From an optimization exercise on the open Yosys and OpenROAD flow, aimed at small area, a short achievable clock period and few clock cycles per item; shortcuts taken in it are not production practice.
Function was checked by simulation only, so behaviour that the tests miss may differ from the original.
No activity file was given, so power comes from the tool's default toggle rates. The clock port is modelled as an ideal driver; clocking choices that lean on that would not hold on a real chip.

<file path="flow/config.mk">
export PLATFORM = sky130hd
export DESIGN_NAME = mxq_block
export DESIGN_NICKNAME = mxq_block
export VERILOG_FILES = /design/flow/design.v
export SDC_FILE = /design/flow/constraint.sdc
export NUM_CORES = 4
export LEC_CHECK = 0
export CAP_MARGIN = 20
export CORE_MARGIN = 2
export CORE_UTILIZATION = 65
export PLACE_DENSITY = 0.75
export SLEW_MARGIN = 20
</file>
<file path="flow/constraint.sdc">
create_clock -name core_clock -period 14.0 [get_ports {clk}]
set_input_delay 2.8000 -clock core_clock [delete_from_list [all_inputs] [get_ports {clk}]]
set_output_delay 2.8000 -clock core_clock [all_outputs]
set_load 0.01 [all_outputs]
</file>
<file path="flow/design.v">
module mxq_block (
    input  wire         clk,
    input  wire         rst,         
    input  wire         in_valid,
    output wire         in_ready,
    input  wire [31:0]  in_data,     
    input  wire [2:0]   in_fmt,      
    input  wire         in_rmode,    
    output wire         out_valid,
    input  wire         out_ready,
    output wire [7:0]   out_scale,
    output wire [255:0] out_elems,
    output wire [5:0]   out_flush,
    output wire         out_nan
);
    localparam [2:0] FMT_FP4  = 3'd0,    
                     FMT_E2M3 = 3'd1,
                     FMT_E3M2 = 3'd2,
                     FMT_E4M3 = 3'd3,
                     FMT_E5M2 = 3'd4,
                     FMT_INT8 = 3'd5;
    localparam integer NR = 33;          
    localparam [5:0]   NRM1 = NR - 1;
    function [3:0] fmt_emax(input [2:0] f);
        case (f)
            FMT_FP4:  fmt_emax = 4'd2;
            FMT_E2M3: fmt_emax = 4'd2;
            FMT_E3M2: fmt_emax = 4'd4;
            FMT_E4M3: fmt_emax = 4'd8;
            FMT_E5M2: fmt_emax = 4'd15;
            default:  fmt_emax = 4'd0;    
        endcase
    endfunction
    function [4:0] fmt_bias(input [2:0] f);
        case (f)
            FMT_FP4:  fmt_bias = 5'd1;
            FMT_E2M3: fmt_bias = 5'd1;
            FMT_E3M2: fmt_bias = 5'd3;
            FMT_E4M3: fmt_bias = 5'd7;
            FMT_E5M2: fmt_bias = 5'd15;
            default:  fmt_bias = 5'd1;
        endcase
    endfunction
    function [2:0] fmt_m(input [2:0] f);
        case (f)
            FMT_FP4:  fmt_m = 3'd1;
            FMT_E2M3: fmt_m = 3'd3;
            FMT_E3M2: fmt_m = 3'd2;
            FMT_E4M3: fmt_m = 3'd3;
            FMT_E5M2: fmt_m = 3'd2;
            default:  fmt_m = 3'd6;
        endcase
    endfunction
    function [7:0] fmt_largest(input [2:0] f);
        case (f)
            FMT_FP4:  fmt_largest = 8'h07;
            FMT_E2M3: fmt_largest = 8'h1F;
            FMT_E3M2: fmt_largest = 8'h1F;
            FMT_E4M3: fmt_largest = 8'h7E;
            FMT_E5M2: fmt_largest = 8'h7B;
            default:  fmt_largest = 8'h7F;
        endcase
    endfunction
    function [9:0] conv_k(input [7:0] mx, input [2:0] f);
        reg [9:0] c1;        
        reg [9:0] kb0;       
        reg       big;
        reg [9:0] kb;
        begin
            case (f)
                FMT_FP4:  begin c1 = 10'd3;  kb0 = -10'd1;  end
                FMT_E2M3: begin c1 = 10'd3;  kb0 = -10'd1;  end
                FMT_E3M2: begin c1 = 10'd7;  kb0 = -10'd3;  end
                FMT_E4M3: begin c1 = 10'd15; kb0 = -10'd7;  end
                FMT_E5M2: begin c1 = 10'd30; kb0 = -10'd15; end
                default:  begin c1 = 10'd1;  kb0 = -10'd1;  end
            endcase
            big = mx > {4'd0, fmt_emax(f)};
            kb  = big ? ({2'b0, mx} - c1) : kb0;
            conv_k = {big, kb[8:0]};
        end
    endfunction
    reg  [16:0] ring [0:NR-1];
    reg  [5:0]  lbl;         
    reg  [5:0]  wl;          
    reg  [5:0]  rl;          
    reg         full;        
    reg  [4:0]  w;           
    reg         ir;          
    wire        wr = in_valid && ir;
    wire [16:0] in_red = {in_data[31], in_data[30:23], in_data[22:16],
                          |in_data[15:0]};
    integer p;
    always @(posedge clk) begin
        ring[0] <= wr ? in_red : ring[NR-1];
        for (p = 1; p < NR; p = p + 1)
            ring[p] <= ring[p-1];
    end
    reg  [7:0]  r_max;
    reg         r_nan, r_inf;
    reg  [2:0]  r_fmt;
    reg         r_rm;
    reg         fin;         
    reg         sp;          
    wire [7:0]  in_ex  = in_data[30:23];
    wire        in_max = (in_ex == 8'hFF);
    wire        in_fz  = (in_data[22:0] == 23'd0);
    wire        st_rdy = fin || sp;
    wire        in_gt  = in_ex > r_max;
    wire [7:0]  in_mx_n = in_max ? ((w == 5'd0) ? 8'd0 : r_max) :
                          (in_gt || w == 5'd0) ? in_ex : r_max;
    reg         c_act;
    reg  [4:0]  ci;          
    reg  [2:0]  c_fmt;
    reg         c_rm;
    reg         c_big, c_zero;
    reg  [8:0]  c_kb;        
    reg         c_nanblk, c_nanout;
    wire [9:0]  n_k = conv_k(r_max, r_fmt);
    wire [16:0] rd      = ring[NR-1];
    wire        rd_s    = rd[16];
    wire [7:0]  rd_ex   = rd[15:8];
    wire [7:0]  rd_sig  = {1'b1, rd[7:1]};
    wire        rd_st   = rd[0];
    wire [2:0]  s1_m    = fmt_m(c_fmt);
    wire        s1_zero = (rd_ex == 8'd0);
    wire        s1_sub  = s1_zero && ((rd[7:1] != 7'd0) || rd_st);
    wire [9:0]  s1_d    = {c_kb[8], c_kb} - {2'b0, rd_ex};   
    wire [5:0]  s1_te   = rd_ex[5:0] - c_kb[5:0];
    wire [3:0]  s1_ss   = s1_d[3:0] + (4'd8 - {1'b0, s1_m});
    wire        s1_norm = s1_d[9];
    wire        s1_sat  = (s1_d[8:4] != 5'd0) || (s1_d[3:0] > {1'b0, s1_m});
    reg  [6:0]  s1_mag;
    reg         s1_g, s1_stk;
    reg  [6:0]  sn_mag, ss_mag;
    reg         sn_g, sn_stk, ss_g, ss_stk;
    integer k;
    always @(*) begin
        case (s1_m)
            3'd1: begin
                sn_mag = {s1_te[5:0], rd_sig[6]};
                sn_g   = rd_sig[5];
                sn_stk = rd_st || (rd_sig[4:0] != 5'd0);
            end
            3'd2: begin
                sn_mag = {s1_te[4:0], rd_sig[6:5]};
                sn_g   = rd_sig[4];
                sn_stk = rd_st || (rd_sig[3:0] != 4'd0);
            end
            3'd3: begin
                sn_mag = {s1_te[3:0], rd_sig[6:4]};
                sn_g   = rd_sig[3];
                sn_stk = rd_st || (rd_sig[2:0] != 3'd0);
            end
            default: begin
                sn_mag = {s1_te[0], rd_sig[6:1]};
                sn_g   = rd_sig[0];
                sn_stk = rd_st;
            end
        endcase
        ss_mag = rd_sig >> s1_ss[3:0];
        ss_g   = (s1_ss[3:0] == 4'd0 || s1_sat) ? 1'b0 : rd_sig[s1_ss[3:0] - 4'd1];
        ss_stk = rd_st;
        for (k = 0; k < 7; k = k + 1)
            if (k + 2 <= s1_ss[3:0] && rd_sig[k])
                ss_stk = 1'b1;
        if (s1_sat)
            ss_mag = 7'd0;
        if (s1_zero) begin
            s1_mag = 7'd0;
            s1_g   = 1'b0;
            s1_stk = sn_stk;
        end else if (s1_norm) begin
            s1_mag = sn_mag;
            s1_g   = sn_g;
            s1_stk = sn_stk;
        end else begin
            s1_mag = ss_mag;
            s1_g   = ss_g;
            s1_stk = ss_stk;
        end
    end
    reg         s2_v;
    reg  [6:0]  s2_mag;
    reg         s2_g, s2_stk, s2_s, s2_zero, s2_sub;
    reg         s2_e0, s2_e1, s2_last;
    reg  [1:0]  s2_i;        
    reg         s2_shr;      
    reg         sh_q;        
    reg  [2:0]  k_fmt;
    reg         k_rm, k_nanblk;
    reg         f0;          
    reg         ov;
    reg  [255:8] oel;
    reg  [7:0]  xo;
    reg  [7:0]  osc;
    reg  [5:0]  ofl;
    reg         onan;
    wire        com     = s2_v && (s2_e0 || !ov);
    wire        s2_free = !s2_v || com;
    wire        iss     = c_act && (lbl == rl) && s2_free;
    wire        k_fp4   = (k_fmt == FMT_FP4);
    wire        k_fp6   = (k_fmt == FMT_E2M3) || (k_fmt == FMT_E3M2);
    wire        s2_up   = !k_rm && s2_g && (s2_stk || s2_mag[0]);
    wire [7:0]  s2_lg   = fmt_largest(k_fmt);
    wire        s2_ovf  = ({1'b0, s2_mag} > s2_lg) ||
                          ({1'b0, s2_mag} == s2_lg && s2_up);
    wire        s2_int  = (k_fmt == FMT_INT8);
    wire        s2_neg  = s2_int && s2_s;
    wire [7:0]  s2_inc  = ({1'b0, s2_mag} ^ {8{s2_neg}}) + {7'd0, s2_up ^ s2_neg};
    reg  [7:0]  s2_code;
    always @(*) begin
        if (s2_ovf)
            s2_code = s2_neg ? (8'd0 - s2_lg) : s2_lg;
        else
            s2_code = s2_inc;
        if (!s2_int) begin
            if (k_fp4)
                s2_code[3] = s2_s;
            else if (k_fp6)
                s2_code[5] = s2_s;
            else
                s2_code[7] = s2_s;
        end
        if (k_nanblk)
            s2_code = 8'd0;
    end
    wire        s2_fl   = s2_sub ||
                          (!k_nanblk && !s2_zero && (s2_mag == 7'd0) && !s2_up);
    wire [5:0]  s2_flc  = (s2_e1 ? {5'd0, f0} : ofl) + {5'd0, s2_fl};
    reg  [7:0]  pk;          
    reg         pk_emit;
    reg  [7:0]  pk_byte;
    reg  [7:0]  pk_n;
    always @(*) begin
        pk_emit = 1'b1;
        pk_byte = s2_code;
        pk_n    = s2_code;       
        if (k_fp4) begin
            pk_emit = s2_i[0];
            pk_byte = {s2_code[3:0], pk[3:0]};
            pk_n    = {4'd0, s2_code[3:0]};
        end else if (k_fp6) begin
            case (s2_i)
                2'd0: begin
                    pk_emit = 1'b0;
                    pk_n    = {2'b00, s2_code[5:0]};
                end
                2'd1: begin
                    pk_byte = {s2_code[1:0], pk[5:0]};
                    pk_n    = {4'd0, s2_code[5:2]};
                end
                2'd2: begin
                    pk_byte = {s2_code[3:0], pk[3:0]};
                    pk_n    = {6'd0, s2_code[5:4]};
                end
                default: begin
                    pk_byte = {s2_code[5:0], pk[1:0]};
                    pk_n    = pk;
                end
            endcase
        end
    end
    wire [7:0]  byte0    = (k_fp4 || k_fp6) ? pk_byte : pk;
    wire [255:8] oel_n;
    assign oel_n[247:8]   = oel[255:16];
    assign oel_n[255:248] = (!k_fp4 && !k_fp6) ? pk_byte : 8'd0;
    wire [255:8] oel_d;
    assign oel_d[255:192] = oel_n[255:192];
    assign oel_d[191:184] = k_fp6 ? pk_byte : oel_n[191:184];
    assign oel_d[183:136] = oel_n[183:136];
    assign oel_d[135:128] = k_fp4 ? 8'd0 : oel_n[135:128];
    assign oel_d[127:120] = k_fp4 ? pk_byte : oel_n[127:120];
    assign oel_d[119:8]   = oel_n[119:8];
    wire        c_done  = !c_act || (iss && ci == 5'd31);
    wire        c_load  = c_done && st_rdy;
    wire [5:0]  lbl_n   = (lbl == NRM1) ? 6'd0 : lbl + 6'd1;
    wire [5:0]  wl_n    = wr ? ((wl == NRM1) ? 6'd0 : wl + 6'd1) : wl;
    wire [5:0]  wl_p1   = (wl == NRM1) ? 6'd0 : wl + 6'd1;
    wire        full_n1 = full || (!iss && wl_p1 == rl);
    wire        full_n0 = full && !iss;
    wire        full_n  = wr ? full_n1 : full_n0;
    wire [4:0]  w_n     = w + {4'd0, wr};
    wire [5:0]  rl_n    = iss ? ((rl == NRM1) ? 6'd0 : rl + 6'd1) : rl;
    wire [4:0]  ci_n    = c_load ? 5'd0 : ci + {4'd0, iss};
    wire        c_act_n = c_load || (c_act && !c_done);
    wire        sp_n    = st_rdy && !c_load;
    wire        fin_n   = wr && (w == 5'd31);
    wire        s2_v_n  = s2_free ? iss : s2_v;
    wire        s2_e0_n = s2_free ? (ci == 5'd0) : s2_e0;
    wire        ov_n    = (com && s2_last) || (ov && !out_ready);
    wire        c_fp4   = (c_fmt == FMT_FP4);
    wire        c_fp6   = (c_fmt == FMT_E2M3) || (c_fmt == FMT_E3M2);
    wire        is_shr  = c_fp4 ? (ci[0] && ci != 5'd1) :
                          c_fp6 ? (ci[1:0] != 2'd0 && ci != 5'd1) :
                          (ci != 5'd0);
    wire        s2_shr_n = s2_free ? is_shr : s2_shr;
    wire        sh_n    = s2_v_n && s2_shr_n && !ov_n;
    wire        ov_c    = com && s2_last;
    wire        ip      = c_act_n && (lbl_n == rl_n);
    wire        ip_pre  = !s2_v_n || s2_e0_n;
    wire        iss_r0  = ip && (ip_pre || !(ov_c || ov));
    wire        iss_r1  = ip && (ip_pre || !ov_c);
    wire        iss_nx  = out_ready ? iss_r1 : iss_r0;
    wire        cdn     = !c_act_n || (iss_nx && ci_n == 5'd31);
    wire        base1   = (lbl_n == wl_p1) && (!full_n1 || iss_nx);
    wire        base0   = (lbl_n == wl) && (!full_n0 || iss_nx);
    wire        need1   = (w == 5'd31);
    wire        need0   = (w == 5'd0) && sp_n;
    wire        ir_n    = wr ? (base1 && (!need1 || cdn))
                             : (base0 && (!need0 || cdn));
    always @(posedge clk) begin
        if (rst) begin
            lbl   <= 6'd0;
            wl    <= 6'd0;
            rl    <= 6'd0;
            full  <= 1'b0;
            w     <= 5'd0;
            ir    <= 1'b1;
            fin   <= 1'b0;
            sp    <= 1'b0;
            c_act <= 1'b0;
            ci    <= 5'd0;
            s2_v  <= 1'b0;
            ov    <= 1'b0;
            sh_q  <= 1'b0;
        end else begin
            lbl   <= lbl_n;
            wl    <= wl_n;
            full  <= full_n;
            w     <= w_n;
            ir    <= ir_n;
            fin   <= fin_n;
            sp    <= sp_n;
            rl    <= rl_n;
            ci    <= ci_n;
            c_act <= c_act_n;
            s2_v  <= s2_v_n;
            ov    <= ov_n;
            sh_q  <= sh_n;
        end
    end
    always @(posedge clk) begin
        if (wr && w == 5'd0) begin
            r_fmt <= in_fmt;
            r_rm  <= in_rmode;
        end
        if (wr) begin
            r_max <= in_mx_n;
            r_nan <= (r_nan && w != 5'd0) || (in_max && !in_fz);
            r_inf <= (r_inf && w != 5'd0) || (in_max && in_fz);
        end
        if (c_load) begin
            c_fmt    <= r_fmt;
            c_rm     <= r_rm;
            c_big    <= n_k[9];
            c_kb     <= n_k[8:0];
            c_zero   <= (r_max == 8'd0);
            c_nanblk <= r_nan || r_inf;
            c_nanout <= r_inf && !r_nan;
        end
        if (iss && s2_free) begin
            s2_mag  <= s1_mag;
            s2_g    <= s1_g;
            s2_stk  <= s1_stk;
            s2_s    <= rd_s;
            s2_zero <= s1_zero;
            s2_sub  <= s1_sub;
            s2_e0   <= (ci == 5'd0);
            s2_e1   <= (ci == 5'd1);
            s2_i    <= ci[1:0];
            s2_shr  <= is_shr;
            s2_last <= (ci == 5'd31);
        end
        if (iss && ci == 5'd0) begin
            k_fmt    <= c_fmt;
            k_rm     <= c_rm;
            k_nanblk <= c_nanblk;
        end
        if (iss && ci == 5'd31) begin
            osc  <= c_nanblk ? 8'hFF :
                    c_zero   ? 8'h7F :
                    c_big    ? (c_kb[7:0] + {3'd0, fmt_bias(c_fmt)}) : 8'd0;
            onan <= c_nanout;
        end
        if (com && s2_e0)
            f0 <= s2_fl;
        if (com && !s2_e0)
            ofl <= s2_flc;
        if (com)
            pk <= pk_n;
        if (com && s2_e1)
            xo <= byte0;
        if (sh_q)
            oel <= oel_d;
    end
    assign in_ready  = ir;
    assign out_valid = ov;
    assign out_scale = osc;
    assign out_elems = {oel, xo};
    assign out_flush = ofl;
    assign out_nan   = onan;
endmodule
</file>
<file path="flow/flow/run.sh">
#!/bin/bash
# Layout flow: the standard layout (standard synthesis, floorplan,
# placement, CTS, routing) with two changes:
#  * the input and output ports are buffered with sky130_fd_sc_hd__buf_1
#    instead of the delay buffer that buffer_ports picks by default (every
#    port still gets its own buffer);
#  * timing repair aims for more setup slack than the default, so that it
#    works on the paths that set the achieved period. The clock period and
#    the I/O constraints are the design's, unchanged;
#  * clock tree: larger sink clusters and no dummy loads.
set -euo pipefail
export BUFFER_PORTS_ARGS="-buffer_cell sky130_fd_sc_hd__buf_1"
export SETUP_SLACK_MARGIN=9.9
export CTS_ARGS="-sink_clustering_enable -repair_clock_nets -sink_clustering_size 32 -sink_clustering_max_diameter 100 -dont_use_dummy_load"
bash standard.sh "BUFFER_PORTS_ARGS=$BUFFER_PORTS_ARGS" "SETUP_SLACK_MARGIN=$SETUP_SLACK_MARGIN" "CTS_ARGS=$CTS_ARGS" finish > standard_flow.log 2>&1
test -f out/final.def
</file>
<file path="flow/standard.sh">
#!/bin/bash
# synth_recipe.tcl (not shown) runs the flow's synth.tcl, then flattens the netlist and writes it again
# the make line also repeats each setting of config.mk as NAME=value (left out here)
make -C /OpenROAD-flow-scripts/flow DESIGN_CONFIG=/design/flow/config.mk WORK_HOME=/design/flow/orfs CLKGATE_MAP_FILE= SYNTH_SCRIPT=/design/flow/synth_recipe.tcl "${@:-finish}"
</file>
==> results of run 1 <==
timing repair:
item	in CTS	in global routing
cloned	1	2
setup endpoints to repair	45	20
setup buffers	3	9
pin swaps	0	1
gates resized for setup	10	11
cell usage after synthesis, types with 18 or more instances:
cell type,instances,area (sq um)
nor3_1,25,125
a21o_1,20,150
nand2_1,119,447
inv_1,73,274
ha_1,66,826
buf_4,217,1630
nor4_1,18,113
xnor2_1,40,350
clkbuf_1,37,139
xor2_1,29,254
edfxtp_1,334,10000
o21ai_0,59,295
a21oi_1,61,305
and3_1,18,113
nor2_1,84,315
dfxtp_1,597,12000
nand3_1,35,175
nor2b_1,29,181
stage by stage:
| stage | cell area (sq um) | setup slack (ns) | total power [mW] |
|---|---|---|---|
| after global placement | 29800 | 8.82 | 3.35 |
| after detailed placement | 29800 | 8.69 | 3.37 |
| after CTS | 30700 | 9.90 | 4.52 |
| after global routing | 30900 | 9.90 | 4.66 |
| final | 30900 | 9.93 | 4.48 |
| after floorplan | 29700 | 9.82 | 3.29 |
routing by layer:
metal / global-route usage, % / routed length [microns]
met1: 29.9 / 23100
met2: 34.6 / 23900
met3: 3.61 / 3310
met4: 4.84 / 896
met5: 0 / 0
cells by family (layout without fill, tap and decap cells):
kind of cell	after synthesis	after routing	share of synthesized area, %
flip-flops	931	931	74.2
adder cells (fa/ha/maj)	72	72	3.19
XOR/XNOR	69	69	2.04
AND/OR/NAND/NOR	408	409	6.85
multiplexers	24	24	0.925
AO/OA/AOI/OAI	255	255	5.68
buffers and inverters	337	440	7.07
final timing paths:
kind | to | cells after the start | slack [ns]
worst max-delay path | out_elems[124] | 1 | 9.93
worst min-delay path | ring[23][14]$_DFF_P_ | 0 | 0.31
worst max register to register | s2_stk$_DFFE_PP_ | 12 | 10.11
worst min register to register | ring[23][14]$_DFF_P_ | 0 | 0.31
flip-flops by register name, indices dropped and copies added, names as in the netlist, 5 cells and up:
signal  flops
ci          5
r_max       8
ring      561
rl          6
lbl         6
w           5
oel       248
ofl         6
s2_mag      7
xo          8
c_kb        9
wl          6
osc         8
pk          8
area by class of cell:
class	count	area [sq um]
sequential	931	22000
fill	3182	14300
multi-input combinational	829	5650
timing repair buffer	330	1330
clock buffer	35	876
tap	600	751
inverter	73	285
timing repair inverter	2	10.0
power breakdown:
part	leakage [nW]	total, mW	internal (mW)	switching [mW]
sequential	7.97	3.11	3.03	0.0758
clock	0.431	1.17	0.455	0.717
combinational	3.08	0.201	0.0842	0.117
total	11.5	4.48	3.57	0.909
==> flow_summary.json, run 1 <==
{
  "status": "no timing/DRC/antenna violations",
  "dp.cells": 2749,
  "critPathLaunch": "oel[124]$_DFFE_PP_",
  "synth_warnings": 2,
  "grt_pass1_wl_mm": 77.9,
  "clockRootBuffer": "clkbuf_16",
  "grt_max_degree": 92,
  "worstReg2RegStart": "c_kb[0]$_SDFFCE_PN1P_",
  "core-area_sq_mm": 0.0452,
  "ios": 313,
  "synth_edf_count": 334,
  "insertion_delay_ns": 0.58,
  "cellLeakagePower_nw": 11.5,
  "cts_tree": "built",
  "via_per_inst": 5.34,
  "rsz0062_at_grt": "no",
  "synth_area_sq_mm": 0.0296,
  "cts_num_sinks": 931,
  "synth_cells": 2096,
  "ir_drop_mv": 0.147,
  "cpPeakStageDelay_ns": 0.51,
  "vias": 14950,
  "crit_type": "reg -> out",
  "syn_area_per_cell_sq_um": 14.1,
  "final_hold_viol_count": 0,
  "path_max_fanout": 2,
  "fin_util_pct": 68.4,
  "critPathTopFamily": "flip-flops",
  "wl_per_cell_microns": 18.3,
  "crit_buf_inv": 1,
  "drv_slew": 0,
  "cp-start-kind": "flip-flop",
  "cap_violations": 0,
  "die_y_microns": 217,
  "dp_hpwl_mm": 35.6,
  "wl_mm": 51.2,
  "first_iter_violations": 1034,
  "chipWidth_microns": 217,
  "layout_commonest_cell": "dfxtp_1",
  "synth-seq-area-share_pct": 74.2,
  "io_buffers": 312,
  "num_rows": 78,
  "pwr_density_cell_mw_per_mm2": 145,
  "skew_ns": 0.0400,
  "critPathArrivalTime_ns": 1.27,
  "cts_max_path_buffers": 3,
  "antenna_found_initial": 0,
  "grt_usage_pct": 21.1,
  "yosysUniqueCellTypes": 75,
  "antenna_cells": 0,
  "syn-num-nets": 2208,
  "clkTransAtPathRegs_ns": 0.11,
  "ant_nets": 0,
  "hold_path_class": "reg -> reg",
  "htree_num_levels": 2,
  "final_cells": 2800,
  "final-setup-viol-count": 0,
  "overflow": 0,
  "period_share_pct": 29.0,
  "drt-pass1-iter-count": 5,
  "layout_common_cells": "dfxtp_1 (596), edfxtp_1 (334), buf_1 (311)",
  "ctsHoldBuffers": 0,
  "gp_congestion": 0.869,
  "whs_ns": 0.305,
  "layout.nets": 2314,
  "area_growth_pct": 4.33,
  "critPathSlowestCell": "edfxtp_1",
  "hp-start": "ring[22][14]$_DFF_P_",
  "endpoint_kind": "primary output",
  "numCtsBuffers": 35,
  "worstPathRequired_ns": 11.20,
  "initial_core_util_pct": 65.5,
  "drive_above_1_share_pct": 4.55,
  "finalCriticalPeriod_ns": 4.07,
  "die_area_sq_mm": 0.0473,
  "drc": 0,
  "worst_pin_slew_ns": 1.02,
  "path_cells": "clkbuf_2",
  "finalSetupTns_ns": 0,
  "synth-seq-cells": 931,
  "fmax_mhz": 246,
  "yosys_most_used_dff": "dfxtp_1",
  "slew_headroom_pct": 31.9,
  "grt_pass1_vias": 14016,
  "async_flop_share_pct": 0
}
Testbench counts, summed over its fixed seeds: cycles 16,664, items 512.
==> inputs of run 2 (changes only) <==
--- a/flow/flow/run.sh
+++ b/flow/flow/run.sh
@@ -11,6 +11,6 @@
 set -euo pipefail
 export BUFFER_PORTS_ARGS="-buffer_cell sky130_fd_sc_hd__buf_1"
 export SETUP_SLACK_MARGIN=9.9
-export CTS_ARGS="-sink_clustering_enable -repair_clock_nets -sink_clustering_size 32 -sink_clustering_max_diameter 100 -dont_use_dummy_load"
+export CTS_ARGS="-sink_clustering_enable -repair_clock_nets -sink_clustering_size 28 -sink_clustering_max_diameter 90 -dont_use_dummy_load"
 bash standard.sh "BUFFER_PORTS_ARGS=$BUFFER_PORTS_ARGS" "SETUP_SLACK_MARGIN=$SETUP_SLACK_MARGIN" "CTS_ARGS=$CTS_ARGS" finish > standard_flow.log 2>&1
 test -f out/final.def
==> run 2 against run 1 <==
  * Flip-flop and latch count unchanged
  * Non-clock buffer count unchanged
  * Sequential power about the same
  * Power increased by 1.6%
  * Utilization increased by 0.26 points
  * Area after synthesis unchanged
  * Highest routed layer unchanged
==> flow_summary.json, run 2 <==
{
  "vias": 15106,
  "critPathSlowestCell": "edfxtp_1",
  "wl_per_cell_microns": 18.4,
  "hold_path_class": "reg -> reg",
  "ios": 313,
  "synth_top_cell_by_area": "dfxtp_1",
  "synth_cells": 2096,
  "drv_slew": 0,
  "grt_pass1_vias": 14118,
  "die_y_microns": 217,
  "synth_area_sq_mm": 0.0296,
  "reg2reg_depth": 12,
  "finalSetupTns_ns": 0,
  "period_share_pct": 29.0,
  "synth.most_common_cell": "dfxtp_1",
  "ctsHoldBuffers": 0,
  "fin_util_pct": 68.6,
  "clockRootBuffer": "clkbuf_16",
  "drive_above_1_share_pct": 4.76,
  "ant_nets": 0,
  "fmax_mhz": 246,
  "cellLeakagePower_nw": 11.6,
  "drc": 0,
  "whs_ns": 0.306,
  "layout.nets": 2319,
  "skew_ns": 0.0394,
  "drt-pass1-iter-count": 8,
  "top_regs": "ring: 561 flops, oel: 248 flops, c_kb: 9 flops",
  "crit_buf_inv": 1,
  "cap_violations": 0,
  "grt_pass1_wl_mm": 78.2,
  "path_max_fanout": 2,
  "critPathArrivalTime_ns": 1.26,
  "cpPeakStageDelay_ns": 0.50,
  "io_buffers": 312,
  "synth-seq-cells": 931,
  "largest_reg_flops": 561,
  "rsz0062_at_grt": "yes",
  "pwr_density_cell_mw_per_mm2": 147,
  "min_to": "ring[16][4]$_DFF_P_",
  "wl_mm": 51.6,
  "insertion_delay_ns": 0.58,
  "crit_type": "reg -> out",
  "core-area_sq_mm": 0.0452,
  "layout_commonest_cell": "dfxtp_1",
  "antenna_cells": 0,
  "grt_usage_pct": 21.3,
  "path_cells": "clkbuf_2",
  "final_cells": 2805,
  "synth_warnings": 2,
  "synth_top_area_share_pct": 40.4,
  "critPathTopFamily": "flip-flops",
  "dp.cells": 2749,
  "hp-start": "ring[15][4]$_DFF_P_",
  "endpoint_kind": "primary output",
  "synthTopCellsByArea": "dfxtp_1 (40%), edfxtp_1 (34%), buf_4 (5.5%)",
  "min_path_cells": 0,
  "chipWidth_microns": 217,
  "yosys_most_used_dff": "dfxtp_1",
  "gp_congestion": 0.869,
  "regMostFlops": "ring",
  "power.total_mw": 4.55,
  "syn-num-nets": 2208,
  "synth_edf_count": 334,
  "synth-seq-area-share_pct": 74.2,
  "final-setup-viol-count": 0,
  "async_flop_share_pct": 0,
  "rr_endpoint": "xo[6]$_DFFE_PP_",
  "via_per_inst": 5.39,
  "syn_area_per_cell_sq_um": 14.1,
  "worstReg2RegStart": "k_fmt[0]$_DFFE_PP_",
  "num_rows": 78,
  "worstPathRequired_ns": 11.20,
  "slew_headroom_pct": 31.6,
  "cp.depth": 1,
  "cts_num_sinks": 931,
  "grt_max_degree": 92,
  "final_hold_viol_count": 0,
  "die_area_sq_mm": 0.0473,
  "reg2reg_slack_ns": 10.12,
  "cts_tree": "built",
  "cts_max_path_buffers": 3,
  "netlist_top_cells_count": "dfxtp_1 (597), edfxtp_1 (334), buf_4 (217)",
  "htree_num_levels": 2,
  "status": "no timing/DRC/antenna violations",
  "numCtsBuffers": 40,
  "antenna_found_initial": 0,
  "area_growth_pct": 4.72,
  "dp_hpwl_mm": 35.6,
  "ir_drop_mv": 0.139,
  "cp-start-kind": "flip-flop",
  "first_iter_violations": 1131,
  "yosysUniqueCellTypes": 75,
  "overflow": 0,
  "finalCriticalPeriod_ns": 4.06,
  "initial_core_util_pct": 65.5,
  "clkTransAtPathRegs_ns": 0.10,
  "layout_common_cells": "dfxtp_1 (596), edfxtp_1 (334), buf_1 (310)",
  "worst_pin_slew_ns": 1.03
}
## run 2: changes by cell type in the layout (fill, tap and decap cells not counted), sizes merged
cell | previous run | this run
buf | 328 | 327
clkbuf | 37 | 43
## run 2: kinds of logic after synthesis
logic type      share of synthesized area, %
flops                                   74.2
simple gates                            6.85
buf+inv                                 7.07
compound gates                          5.68
fa+ha+maj                               3.19
xor+xnor                                2.04
mux                                    0.925
## run 2: how the worst max path moves through the flow
stage | from | endpoint | slack (ns)
6_report | oel[124]$_DFFE_PP_ | out_elems[124] | 9.94
5_1_grt | k_fmt[0]$_DFFE_PP_ | xo[4]$_DFFE_PP_ | 9.87
4_1_cts | k_fmt[0]$_DFFE_PP_ | xo[4]$_DFFE_PP_ | 9.80
3_5_place_dp | k_fmt[0]$_DFFE_PP_ | xo[6]$_DFFE_PP_ | 8.69
3_3_place_gp | k_fmt[0]$_DFFE_PP_ | xo[6]$_DFFE_PP_ | 8.82
2_1_floorplan | in_data[24] | r_max[0]$_SDFFCE_PP0P_ | 9.82
## run 2: stage by stage
step                      worst slack [ns]  instance area (sq um)
after detailed placement              8.69                  29800
final                                 9.94                  31000
after global placement                8.82                  29800
after global routing                  9.87                  31000
after floorplan                       9.82                  29700
after CTS                             9.80                  30800
## run 2: power by group
group	switching, mW	internal [mW]	total, mW
sequential	0.0756	3.03	3.11
clock	0.727	0.515	1.24
combinational	0.117	0.0841	0.201
## run 2: repair_timing
action / in CTS / in global routing
setup endpoints to repair: 45 / 24
gates cloned: 1 / 2
setup buffers: 3 / 9
gates resized for setup: 9 / 11
hold endpoints to repair: 0 / 0
pin swaps: 0 / 1
## run 2: routing by layer
| layer | vias to the layer above | global-route usage [%] | part of all wire [%] |
|---|---|---|---|
| met3 | 65 | 4.07 | 7.0 |
| met1 | 7301 | 29.7 | 44 |
| met4 | 0 | 4.75 | 1.6 |
| met5 | - | 0 | 0 |
| li1 | 7218 | - | - |
| met2 | 522 | 34.9 | 47 |
## run 2: final cells by class
cell class / count / area (sq um)
sequential: 931 / 22000
clock buffer: 40 / 1000
timing repair buffer: 330 / 1340
inverter: 73 / 285
timing repair inverter: 2 / 10.0
multi-input combinational: 829 / 5640
tap: 600 / 751
fill: 3191 / 14200
==> inputs of run 3 (changes only) <==
--- a/flow/flow/run.sh
+++ b/flow/flow/run.sh
@@ -11,6 +11,6 @@
 set -euo pipefail
 export BUFFER_PORTS_ARGS="-buffer_cell sky130_fd_sc_hd__buf_1"
 export SETUP_SLACK_MARGIN=9.9
-export CTS_ARGS="-sink_clustering_enable -repair_clock_nets -sink_clustering_size 28 -sink_clustering_max_diameter 90 -dont_use_dummy_load"
+export CTS_ARGS="-sink_clustering_enable -repair_clock_nets -sink_clustering_size 16 -sink_clustering_max_diameter 80 -sink_clustering_buffer sky130_fd_sc_hd__clkbuf_8 -dont_use_dummy_load"
 bash standard.sh "BUFFER_PORTS_ARGS=$BUFFER_PORTS_ARGS" "SETUP_SLACK_MARGIN=$SETUP_SLACK_MARGIN" "CTS_ARGS=$CTS_ARGS" finish > standard_flow.log 2>&1
 test -f out/final.def
==> run 3 against run 2 <==
  * Wire length decreased by 0.54%
  * Clock skew increased by 0.023 ns
  * Sequential share of layout area about the same
  * Utilization about the same
  * Worst hold slack got worse by 0.032 ns
==> flow_summary.json, run 3 <==
{
  "num_rows": 78,
  "synth-compound-area-share_pct": 5.68,
  "grt_util_met1_pct": 29.4,
  "largest_reg_flops": 561,
  "netlist_top_cells_count": "dfxtp_1 (597), edfxtp_1 (334), buf_4 (217)",
  "async_flop_share_pct": 0,
  "final_hold_viol_count": 0,
  "synth_edf_count": 334,
  "antenna_found_initial": 0,
  "grt_pass1_vias": 14339,
  "grt_max_degree": 92,
  "drc": 0,
  "insertion_delay_ns": 0.58,
  "io_buffers": 312,
  "path_cells": "buf_1",
  "synth_top_area_share_pct": 40.4,
  "cp-start-kind": "flip-flop",
  "path_max_fanout": 2,
  "grt_use_met2_pct": 34.7,
  "reg2reg_slack_ns": 10.16,
  "synth-seq-area-share_pct": 74.2,
  "hold_path_class": "reg -> reg",
  "via_per_inst": 5.35,
  "dp_hpwl_mm": 35.6,
  "final_cells": 2831,
  "worst_pin_slew_ns": 1.14,
  "skew_ns": 0.0624,
  "final-setup-viol-count": 0,
  "power.total_mw": 4.55,
  "synth.most_common_cell": "dfxtp_1",
  "switching_share_pct": 20.5,
  "regMostFlops": "ring",
  "synth_warnings": 2,
  "synth_top_family_by_area": "buffers and inverters",
  "ir_drop_mv": 0.157,
  "synth_simple_gate_area_share_pct": 6.85,
  "syn-num-nets": 2208,
  "critPathArrivalTime_ns": 1.25,
  "initial_core_util_pct": 65.5,
  "ios": 313,
  "core-area_sq_mm": 0.0452,
  "fillers": 3180,
  "finalCriticalPeriod_ns": 4.05,
  "numCtsBuffers": 69,
  "worstPathRequired_ns": 11.20,
  "first_iter_violations": 1115,
  "wl_mm": 51.3,
  "vias": 15160,
  "yosys_most_used_dff": "dfxtp_1",
  "cts_num_sinks": 931,
  "chipWidth_microns": 217,
  "reg2reg_depth": 12,
  "cts_max_path_buffers": 3,
  "layout.nets": 2345,
  "drive_above_1_share_pct": 5.83,
  "rsz0062_at_grt": "no",
  "use_met3_pct": 4.69,
  "fmax_mhz": 247,
  "cts_tree": "built",
  "htree_num_levels": 3,
  "synth-seq-cells": 931,
  "ant_nets": 0,
  "p_sw_mw": 0.933,
  "top_regs": "ring: 561 flops, oel: 248 flops, c_kb: 9 flops",
  "status": "no timing/DRC/antenna violations",
  "layout_common_cells": "dfxtp_1 (596), edfxtp_1 (334), buf_1 (311)",
  "cpPeakStageDelay_ns": 0.50,
  "slew_headroom_pct": 24.2,
  "p_seq_share_pct": 68.3,
  "die_area_sq_mm": 0.0473,
  "p_int_mw": 3.62,
  "min_to": "ring[12][5]$_DFF_P_",
  "synth-xor-area-share_pct": 2.04,
  "rr_endpoint": "s2_stk$_DFFE_PP_",
  "grt_pass1_wl_mm": 78.4,
  "drv_slew": 0,
  "dp.cells": 2749,
  "die_y_microns": 217,
  "busiest_layer": "met2",
  "finalSetupTns_ns": 0,
  "yosysUniqueCellTypes": 75,
  "worstReg2RegStart": "c_kb[0]$_SDFFCE_PN1P_",
  "gp_congestion": 0.869,
  "p_comb_share_pct": 4.4,
  "syn_area_per_cell_sq_um": 14.1,
  "cellLeakagePower_nw": 11.6,
  "grt_usage_pct": 21.4,
  "min_path_cells": 0,
  "synthAdderAreaFrac_pct": 3.19,
  "clkTransAtPathRegs_ns": 0.09,
  "antenna_cells": 0,
  "wl_per_cell_microns": 18.1,
  "pwr_density_cell_mw_per_mm2": 147,
  "p_clk_share_pct": 27.4,
  "critPathSlowestCell": "edfxtp_1",
  "clockRootBuffer": "clkbuf_16",
  "synthTopCellsByArea": "dfxtp_1 (40%), edfxtp_1 (34%), buf_4 (5.5%)",
  "yosys-mux-area-fraction_pct": 0.925,
  "overflow": 0,
  "area_growth_pct": 4.73,
  "cap_violations": 0,
  "synth_top_cell_by_area": "dfxtp_1",
  "dpl_worst_slack_ns": 8.69,
  "synth_area_sq_mm": 0.0296,
  "hp-start": "ring[11][5]$_DFF_P_",
  "period_share_pct": 29.0,
  "layout_commonest_cell": "dfxtp_1",
  "crit_type": "reg -> out",
  "layout_setup_ws_ns": 9.95,
  "critPathTopFamily": "flip-flops",
  "synth_cells": 2096,
  "drt-pass1-iter-count": 5,
  "endpoint_kind": "primary output",
  "crit_buf_inv": 1
}
-- run 3: worst reg2reg max path, cell delays in order (launching register included) --
cell,delay [ns]
edfxtp_1,0.43
inv_1,0.12
ha_1,0.24
fa_1,0.49
inv_1,0.08
ha_1,0.30
ha_1,0.14
inv_1,0.05
fa_1,0.72
nand2_1,0.16
a21boi_0,0.16
or4_1,0.54
a21o_1,0.18
-- run 3: worst max path at each step --
stage                             startpoint                     end  slack (ns)  cells past startpoint
after CTS                 oel[124]$_DFFE_PP_          out_elems[124]        9.91                      1
after floorplan                  in_data[24]  r_max[0]$_SDFFCE_PP0P_        9.82                      9
after global routing      oel[124]$_DFFE_PP_          out_elems[124]        9.91                      1
final                     oel[124]$_DFFE_PP_          out_elems[124]        9.95                      1
after detailed placement  k_fmt[0]$_DFFE_PP_         xo[6]$_DFFE_PP_        8.69                     12
after global placement    k_fmt[0]$_DFFE_PP_         xo[6]$_DFFE_PP_        8.82                     12
-- run 3: timing repair --
item / 4_1_cts / 5_1_grt
hold buffers: 0 / 0
pin swaps: 0 / 1
cloned: 1 / 2
gates resized for setup: 10 / 9
buffers inserted: 3 / 7
setup endpoints to repair: 44 / 22
-- run 3: per-layer routing --
layer | wire, microns | share of wire [%]
met5 | 0 | 0
met4 | 991 | 1.9
met3 | 3670 | 7.2
met2 | 24000 | 47
met1 | 22700 | 44
-- run 3: final cells by class --
class	instances	area (sq um)	share of cell area, %
Timing Repair inverter	2	10.0	0.0323
Clock buffer	69	1050	3.39
Multi-Input combinational cell	829	5640	18.2
Inverter	73	285	0.920
Timing Repair Buffer	327	1290	4.16
Sequential cell	931	22000	70.9
Tap cell	600	751	2.42
-- run 3: kinds of logic (layout without fill, tap and decap cells) --
kind of cell,after synthesis,after routing
compound gates,255,255
xor+xnor,69,69
fa+ha+maj,72,72
buf+inv,337,471
flops,931,931
mux,24,24
simple gates,408,409
-- run 3: per-stage QoR --
step | hold slack [ns] | utilization, % | instance area, sq um
finish | 0.274 | 68.6 | 31000
global route | 0.270 | 68.6 | 31000
CTS | 0.266 | 68.4 | 30900
detailed placement | 0.312 | 65.9 | 29800
global placement | 0.310 | 65.9 | 29800
floorplan | 0.310 | - | 29700
-- run 3: power groups by stage --
stage / Clock, mW / Sequential, mW / Combinational, mW
global route: 1.39 / 3.13 / 0.227
detailed placement: 0 / 3.17 / 0.194
CTS: 1.29 / 3.11 / 0.197
finish: 1.25 / 3.11 / 0.200
global placement: 0 / 3.16 / 0.189
floorplan: 0 / 3.13 / 0.154

-- re-timing with driven ports --
No port has a modelled driver above. Below, the same layouts with a new extraction and two added sets of constraints.
Step 1 (the two cells are an assumption about what drives the block):
set clk [get_ports {clk}]
set_driving_cell -lib_cell sky130_fd_sc_hd__clkbuf_16 $clk
set_driving_cell -lib_cell sky130_fd_sc_hd__buf_2 [delete_from_list [all_inputs] $clk]
Step 2 adds t to the input delays and takes it off the output delays; t is the mean of the earliest and latest rising clock arrival at the registers after step 1. Input paths then give back, and output paths get back, about the clock's delay inside the block.
a / b / c = ideal ports / drivers / drivers and shift; a / b = the first two.
| run | t, ns | slack for setup (ns) | slew at the worst register clock pin (ns) |
|---|---|---|---|
| run 1 | 0.613 | 9.933 / 9.879 / 9.487 | 0.12 / 0.12 |
| run 2 | 0.621 | 9.938 / 9.884 / 9.463 | 0.10 / 0.10 |
| run 3 | 0.604 | 9.946 / 9.892 / 9.487 | 0.11 / 0.11 |
After both steps every run listed still meets setup and hold. The setup slack of run 2, which loses most, moves by -0.054 ns with the drivers and by -0.475 ns with both steps.
